This is an optimization exercise on Yosys and OpenROAD, whose aim is small area, a short achievable clock period and few clock cycles per item, not a production implementation. Function was checked by simulation only, so behaviour that the tests miss may differ from the original. Power is estimated from default activity; no workload was simulated.

$ cat flow/constraint.sdc
create_clock -name core_clock -period 12.0 [get_ports {clk}]
set_input_delay 2.4000 -clock core_clock [delete_from_list [all_inputs] [get_ports {clk}]]
set_output_delay 2.4000 -clock core_clock [all_outputs]
set_load 0.01 [all_outputs]
$ cat flow/design.v
module sha384 (
    input  wire         clk,
    input  wire         rst,            
    input  wire         in_valid,
    output wire         in_ready,
    input  wire [63:0]  in_data,        
    input  wire         in_first,       
    input  wire         in_last,        
    output reg  [383:0] digest,         
    output reg          digest_valid
);
    localparam S_LOAD = 2'd0, S_ROUND = 2'd1, S_FINAL = 2'd2;
    reg [1:0]  state;
    reg [3:0]  word_cnt;
    reg [6:0]  round;
    reg        blk_last;
    reg [63:0] w [0:15];                
    reg [63:0] hv [0:7];                
    reg [63:0] a, b, c, d, e, f, g, h;  
    integer i;
    assign in_ready = (state == S_LOAD);
    wire accept = in_valid && in_ready;
    reg [63:0] k_t;
    always @(*) begin
        case (round)
            7'd0: k_t = 64'h428a2f98d728ae22;
            7'd1: k_t = 64'h7137449123ef65cd;
            7'd2: k_t = 64'hb5c0fbcfec4d3b2f;
            7'd3: k_t = 64'he9b5dba58189dbbc;
            7'd4: k_t = 64'h3956c25bf348b538;
            7'd5: k_t = 64'h59f111f1b605d019;
            7'd6: k_t = 64'h923f82a4af194f9b;
            7'd7: k_t = 64'hab1c5ed5da6d8118;
            7'd8: k_t = 64'hd807aa98a3030242;
            7'd9: k_t = 64'h12835b0145706fbe;
            7'd10: k_t = 64'h243185be4ee4b28c;
            7'd11: k_t = 64'h550c7dc3d5ffb4e2;
            7'd12: k_t = 64'h72be5d74f27b896f;
            7'd13: k_t = 64'h80deb1fe3b1696b1;
            7'd14: k_t = 64'h9bdc06a725c71235;
            7'd15: k_t = 64'hc19bf174cf692694;
            7'd16: k_t = 64'he49b69c19ef14ad2;
            7'd17: k_t = 64'hefbe4786384f25e3;
            7'd18: k_t = 64'h0fc19dc68b8cd5b5;
            7'd19: k_t = 64'h240ca1cc77ac9c65;
            7'd20: k_t = 64'h2de92c6f592b0275;
            7'd21: k_t = 64'h4a7484aa6ea6e483;
            7'd22: k_t = 64'h5cb0a9dcbd41fbd4;
            7'd23: k_t = 64'h76f988da831153b5;
            7'd24: k_t = 64'h983e5152ee66dfab;
            7'd25: k_t = 64'ha831c66d2db43210;
            7'd26: k_t = 64'hb00327c898fb213f;
            7'd27: k_t = 64'hbf597fc7beef0ee4;
            7'd28: k_t = 64'hc6e00bf33da88fc2;
            7'd29: k_t = 64'hd5a79147930aa725;
            7'd30: k_t = 64'h06ca6351e003826f;
            7'd31: k_t = 64'h142929670a0e6e70;
            7'd32: k_t = 64'h27b70a8546d22ffc;
            7'd33: k_t = 64'h2e1b21385c26c926;
            7'd34: k_t = 64'h4d2c6dfc5ac42aed;
            7'd35: k_t = 64'h53380d139d95b3df;
            7'd36: k_t = 64'h650a73548baf63de;
            7'd37: k_t = 64'h766a0abb3c77b2a8;
            7'd38: k_t = 64'h81c2c92e47edaee6;
            7'd39: k_t = 64'h92722c851482353b;
            7'd40: k_t = 64'ha2bfe8a14cf10364;
            7'd41: k_t = 64'ha81a664bbc423001;
            7'd42: k_t = 64'hc24b8b70d0f89791;
            7'd43: k_t = 64'hc76c51a30654be30;
            7'd44: k_t = 64'hd192e819d6ef5218;
            7'd45: k_t = 64'hd69906245565a910;
            7'd46: k_t = 64'hf40e35855771202a;
            7'd47: k_t = 64'h106aa07032bbd1b8;
            7'd48: k_t = 64'h19a4c116b8d2d0c8;
            7'd49: k_t = 64'h1e376c085141ab53;
            7'd50: k_t = 64'h2748774cdf8eeb99;
            7'd51: k_t = 64'h34b0bcb5e19b48a8;
            7'd52: k_t = 64'h391c0cb3c5c95a63;
            7'd53: k_t = 64'h4ed8aa4ae3418acb;
            7'd54: k_t = 64'h5b9cca4f7763e373;
            7'd55: k_t = 64'h682e6ff3d6b2b8a3;
            7'd56: k_t = 64'h748f82ee5defb2fc;
            7'd57: k_t = 64'h78a5636f43172f60;
            7'd58: k_t = 64'h84c87814a1f0ab72;
            7'd59: k_t = 64'h8cc702081a6439ec;
            7'd60: k_t = 64'h90befffa23631e28;
            7'd61: k_t = 64'ha4506cebde82bde9;
            7'd62: k_t = 64'hbef9a3f7b2c67915;
            7'd63: k_t = 64'hc67178f2e372532b;
            7'd64: k_t = 64'hca273eceea26619c;
            7'd65: k_t = 64'hd186b8c721c0c207;
            7'd66: k_t = 64'heada7dd6cde0eb1e;
            7'd67: k_t = 64'hf57d4f7fee6ed178;
            7'd68: k_t = 64'h06f067aa72176fba;
            7'd69: k_t = 64'h0a637dc5a2c898a6;
            7'd70: k_t = 64'h113f9804bef90dae;
            7'd71: k_t = 64'h1b710b35131c471b;
            7'd72: k_t = 64'h28db77f523047d84;
            7'd73: k_t = 64'h32caab7b40c72493;
            7'd74: k_t = 64'h3c9ebe0a15c9bebc;
            7'd75: k_t = 64'h431d67c49c100d4c;
            7'd76: k_t = 64'h4cc5d4becb3e42b6;
            7'd77: k_t = 64'h597f299cfc657e2a;
            7'd78: k_t = 64'h5fcb6fab3ad6faec;
            7'd79: k_t = 64'h6c44198c4a475817;
            default: k_t = 64'h0;
        endcase
    end
    wire [63:0] big_sigma0 = {a[27:0], a[63:28]} ^ {a[33:0], a[63:34]} ^ {a[38:0], a[63:39]};
    wire [63:0] big_sigma1 = {e[13:0], e[63:14]} ^ {e[17:0], e[63:18]} ^ {e[40:0], e[63:41]};
    wire [63:0] ch         = (e & f) ^ (~e & g);
    wire [63:0] maj        = (a & b) ^ (a & c) ^ (b & c);
    wire [63:0] t1 = h + big_sigma1 + ch + k_t + w[0];
    wire [63:0] t2 = big_sigma0 + maj;
    wire [63:0] w1  = w[1];
    wire [63:0] w14 = w[14];
    wire [63:0] small_sigma0 = {w1[0], w1[63:1]} ^ {w1[7:0], w1[63:8]} ^ (w1 >> 7);
    wire [63:0] small_sigma1 = {w14[18:0], w14[63:19]} ^ {w14[60:0], w14[63:61]} ^ (w14 >> 6);
    wire [63:0] w_next = small_sigma1 + w[9] + small_sigma0 + w[0];
    wire [63:0] iv [0:7];
    assign iv[0] = 64'hcbbb9d5dc1059ed8;
    assign iv[1] = 64'h629a292a367cd507;
    assign iv[2] = 64'h9159015a3070dd17;
    assign iv[3] = 64'h152fecd8f70e5939;
    assign iv[4] = 64'h67332667ffc00b31;
    assign iv[5] = 64'h8eb44a8768581511;
    assign iv[6] = 64'hdb0c2e0d64f98fa7;
    assign iv[7] = 64'h47b5481dbefa4fa4;
    always @(posedge clk) begin
        if (rst) begin
            state        <= S_LOAD;
            word_cnt     <= 4'd0;
            round        <= 7'd0;
            blk_last     <= 1'b0;
            digest       <= 384'd0;
            digest_valid <= 1'b0;
            a <= 64'd0; b <= 64'd0; c <= 64'd0; d <= 64'd0;
            e <= 64'd0; f <= 64'd0; g <= 64'd0; h <= 64'd0;
            for (i = 0; i < 8; i = i + 1)
                hv[i] <= 64'd0;
            for (i = 0; i < 16; i = i + 1)
                w[i] <= 64'd0;
        end else begin
            digest_valid <= 1'b0;
            case (state)
                S_LOAD: begin
                    if (accept) begin
                        for (i = 0; i < 15; i = i + 1)
                            w[i] <= w[i + 1];
                        w[15] <= in_data;
                        if (word_cnt == 4'd0) begin
                            blk_last  <= in_last;
                            if (in_first)
                                for (i = 0; i < 8; i = i + 1)
                                    hv[i] <= iv[i];
                        end
                        word_cnt <= word_cnt + 4'd1;
                        if (word_cnt == 4'd15) begin
                            a <= hv[0]; b <= hv[1]; c <= hv[2]; d <= hv[3];
                            e <= hv[4]; f <= hv[5]; g <= hv[6]; h <= hv[7];
                            round <= 7'd0;
                            state <= S_ROUND;
                        end
                    end
                end
                S_ROUND: begin
                    h <= g;
                    g <= f;
                    f <= e;
                    e <= d + t1;
                    d <= c;
                    c <= b;
                    b <= a;
                    a <= t1 + t2;
                    for (i = 0; i < 15; i = i + 1)
                        w[i] <= w[i + 1];
                    w[15] <= w_next;
                    round <= round + 7'd1;
                    if (round == 7'd79)
                        state <= S_FINAL;
                end
                default: begin  
                    hv[0] <= hv[0] + a;
                    hv[1] <= hv[1] + b;
                    hv[2] <= hv[2] + c;
                    hv[3] <= hv[3] + d;
                    hv[4] <= hv[4] + e;
                    hv[5] <= hv[5] + f;
                    hv[6] <= hv[6] + g;
                    hv[7] <= hv[7] + h;
                    if (blk_last) begin
                        digest       <= {hv[0] + a, hv[1] + b, hv[2] + c, hv[3] + d, hv[4] + e, hv[5] + f};
                        digest_valid <= 1'b1;
                    end
                    word_cnt <= 4'd0;
                    state    <= S_LOAD;
                end
            endcase
        end
    end
endmodule
$ cat flow/run.sh
#!/bin/bash
# synth_recipe.tcl (not shown) runs the flow's synth.tcl, then flattens the netlist and writes it again
# the make line also repeats each setting of config.mk as NAME=value (left out here)
make -C /OpenROAD-flow-scripts/flow DESIGN_CONFIG=/design/flow/config.mk WORK_HOME=/design/flow/orfs CLKGATE_MAP_FILE= SYNTH_SCRIPT=/design/flow/synth_recipe.tcl finish
$ cat flow/config.mk
export PLATFORM = sky130hd
export DESIGN_NAME = sha384
export DESIGN_NICKNAME = sha384
export VERILOG_FILES = /design/flow/design.v
export SDC_FILE = /design/flow/constraint.sdc
export NUM_CORES = 8
export LEC_CHECK = 0
export CAP_MARGIN = 20
export CORE_MARGIN = 2
export CORE_UTILIZATION = 40
export SLEW_MARGIN = 20
export SYNTH_MEMORY_MAX_BITS = 16384
==> results.txt <==
## registers in the layout, indices dropped and copies added (netlist names)
| signal | cells |
|---|---|
| a | 64 |
| b | 64 |
| blk_last | 1 |
| c | 64 |
| d | 64 |
| digest | 384 |
| digest_valid | 1 |
| e | 64 |
| f | 64 |
| g | 64 |
| h | 64 |
| hv | 512 |
| k_t | 64 |
| round | 7 |
| state | 2 |
| w | 1024 |
| word_cnt | 4 |
## cell families after synthesis
kind of cell	after synthesis	synth area share
and+or+nand+nor	6611	0.1828
AOI/OAI and AO/OA	5564	0.2342
DFF	2511	0.3324
buffers and inverters	2234	0.05549
xor gates and xnor gates	1222	0.07087
adders and majority gates	1213	0.1190
muxes	71	0.005213
## critical path: cells and delay by family, from the launching register on
family / cells / cell delay [ps]
compound gates: 13 / 4360
xor+xnor: 4 / 1710
fa+ha+maj: 6 / 2610
buf+inv: 3 / 170
flops: 1 / 590
simple gates: 4 / 960
## power breakdown
part | switching [mW] | internal, mW | total (mW)
Clock | 4.01 | 5.49 | 9.50
Sequential | 0.129 | 8.44 | 8.57
Combinational | 0.754 | 0.301 | 1.06
## final cells by class
class                           count  area (sq um)  area share
Timing Repair Buffer              730          6854     0.04054
Antenna cell                       31         77.57   0.0004589
Sequential cell                  2511         50270      0.2974
Multi-Input combinational cell  14681         92770      0.5488
Tap cell                         4994          6248     0.03696
Inverter                          737          2776     0.01642
Clock inverter                    112          1429    0.008452
Clock buffer                      419          8627     0.05103
## stage by stage
step,cell area [sq um],cells,setup slack (ps)
finish,169100,24215,1487
global route,169000,24189,1207
CTS,169000,24184,1682
detailed placement,158900,23653,1774
global placement,158900,23653,1813
floorplan,151200,19426,3918
## synth_stat cells (all sizes together), types with 204 or more instances
library cell / count / area, sq um
a21oi: 2269 / 11360
a21o: 474 / 3558
dfxtp: 2511 / 50270
o21ai: 726 / 3633
fa: 391 / 7828
and3: 204 / 1276
nor3: 367 / 1837
a211oi: 361 / 2720
nand2: 3720 / 13960
inv: 734 / 2755
xnor2: 832 / 7287
a311oi: 446 / 3906
xor2: 389 / 3407
nor2: 1532 / 5751
ha: 778 / 9734
clkbuf: 1433 / 5379
## cell usage in the layout, fill, tap and decap left out, types with 359 or more instances in the layout
| cell type | count |
|---|---|
| a211oi_1 | 359 |
| a21o_1 | 474 |
| a21oi_1 | 2267 |
| a311oi_1 | 446 |
| clkdlybuf4s50_1 | 453 |
| dfxtp_1 | 2510 |
| fa_1 | 391 |
| ha_1 | 774 |
| inv_1 | 727 |
| nand2_1 | 3711 |
| nor2_1 | 1519 |
| nor3_1 | 365 |
| o21ai_0 | 714 |
| xnor2_1 | 832 |
| xor2_1 | 387 |
## worst max-delay path by stage
stage | slack (ps) | endpoint | start | cells after the start
2_1_floorplan | 3920 | a[63] | e[19] | 36
3_3_place_gp | 1810 | a[63] | e[53] | 30
3_5_place_dp | 1770 | a[63] | e[53] | 30
4_1_cts | 1680 | a[63] | e[53] | 30
5_1_grt | 1210 | a[63] | e[19] | 30
6_report | 1490 | a[63] | e[53] | 30
## metal layers
layer / up-vias / share of wire / track usage
met1: 71121 / 0.42 / 0.4866
met2: 7105 / 0.41 / 0.5259
met5: - / 0.00032 / 0
met4: 32 / 0.079 / 0.2426
met3: 1644 / 0.095 / 0.08155
li1: 66433 / - / -
==> results.txt <==
HP Class - reg -> reg
clk buf depth - 4
CP max-delay cell - a211oi_1
status - finished clean
die area - 383,000 sq um
Worst-path clk slew - 60 ps
post-synthesis async set-or-reset flop share - 0
CTS tree - built
Leak - 65.95 nW
Post-CTS Resized - 0
port bufs - 454
post-synth cell types - 88
crit path DAT - 11,350 ps
WL/cell - 29.99 um
crit end category - flop
grt ovf - 0
Power Density - 113.1 nW/um^2
cell count of the worst hold path - 2
Rows - 225
Routability Congestion - 1.103
Syn. warnings - 3
DRT iter0 DRCs - 18,423
RR Startpoint - e[53]
RSZ-0062 raised after global routing - no
fillers - 37,982
post-CTS setup buffers - 0
worst hold margin - 397.9 ps
layout cells sized above 1 - 0.04851
Layout Utilization - 0.4498
via-per-instance ratio - 6.043
Post-synth EDFFs - 0
final wirelength - 726,300 um
CTS Hold Buffers Added - 0
vias in the first global route - 133,133
Crit Path Category - reg -> reg
Seq/Total Area, Yosys - 0.3324
initial core utilization - 0.4024
syn avg cell area - 7.784 sq um
Area growth syn-to-layout - 11.80%
setup_tns - 0 ps
global-route wire length before repair - 1,013,000 um
maximum vdd drop - 0.0001050 V
# nets final - 20,198
Critical Path Max Stage Delay - 890 ps
dominant register cell in the synthesized netlist - dfxtp_1
gr usage total - 0.3650
post-layout minimum cycle time - 10,510 ps
synthesized net count - 20,664
fmax - 95.12 MHz
Syn Inst Count - 19,426
Sink Count - 2,511
largest net degree at the start of global routing - 215
First-pass DRT Iterations - 8
R2R depth - 30
H-tree depth - 5
most used cell, CP - fa_1
final hold vios - 0
HP Start - w[10][48]
Tightest Pin Transition - 1406 ps
area of the core - 375,800 sq um
Seq cells post-synth - 2,511
I/O pins - 455
CP Data Required Time - 12,840 ps
Inserted Clock Buffers - 299
Worst Hold End - w[9][48]
Vias - 146,335
Mapped Area - 151,200 sq um
placed wire-length estimate - 549,100 um
Rel. slew slack - 0.06246
Tot Pwr - 19.12 mW
# DRC - 0
Final setup viols - 0
Crit Reg-Reg Endpoint - a[63]
Final Skew - 71.47 ps
setup slack, reg-to-reg - 1490 ps
die span in x - 618.9 um
crit start category - flop
fin. max-slew vios - 0
CP max FO - 7
Root Buffer - clkbuf_16
Worst-Skew Late Latency - 990 ps
Final ANT Viol Nets - 0
fin crit share - 0.8761
die height - 618.9 um
max cap viols - 0
initial antenna violation count - 47
Testbench counts, summed over its fixed seeds: cycles 232,412, blocks 2,396.

==> separate check: timing with driven ports <==
How much do the figures lean on ideal ports? The routed layout below was timed once more, with nothing changed but the port constraints. Step 1 (the two cells are an assumption about what drives the block):
set clk [get_ports {clk}]
set_driving_cell -lib_cell sky130_fd_sc_hd__clkbuf_16 $clk
set_driving_cell -lib_cell sky130_fd_sc_hd__buf_2 [delete_from_list [all_inputs] $clk]
Step 2 also shifts input and output timing later by t, the mid clock arrival at the registers, as if the neighbouring blocks saw the same clock. Three values: ideal, step 1, step 2; two values: the first two.
t (ns): 1.055
slack for setup (ns): 1.487 / 1.487 / 1.487
slew at the worst register clock pin (ns): 0.08 / 0.08
After both steps setup and hold are still met in this run. The setup slack of this run moves by 0.000 ns with the drivers and by 0.000 ns with both steps.
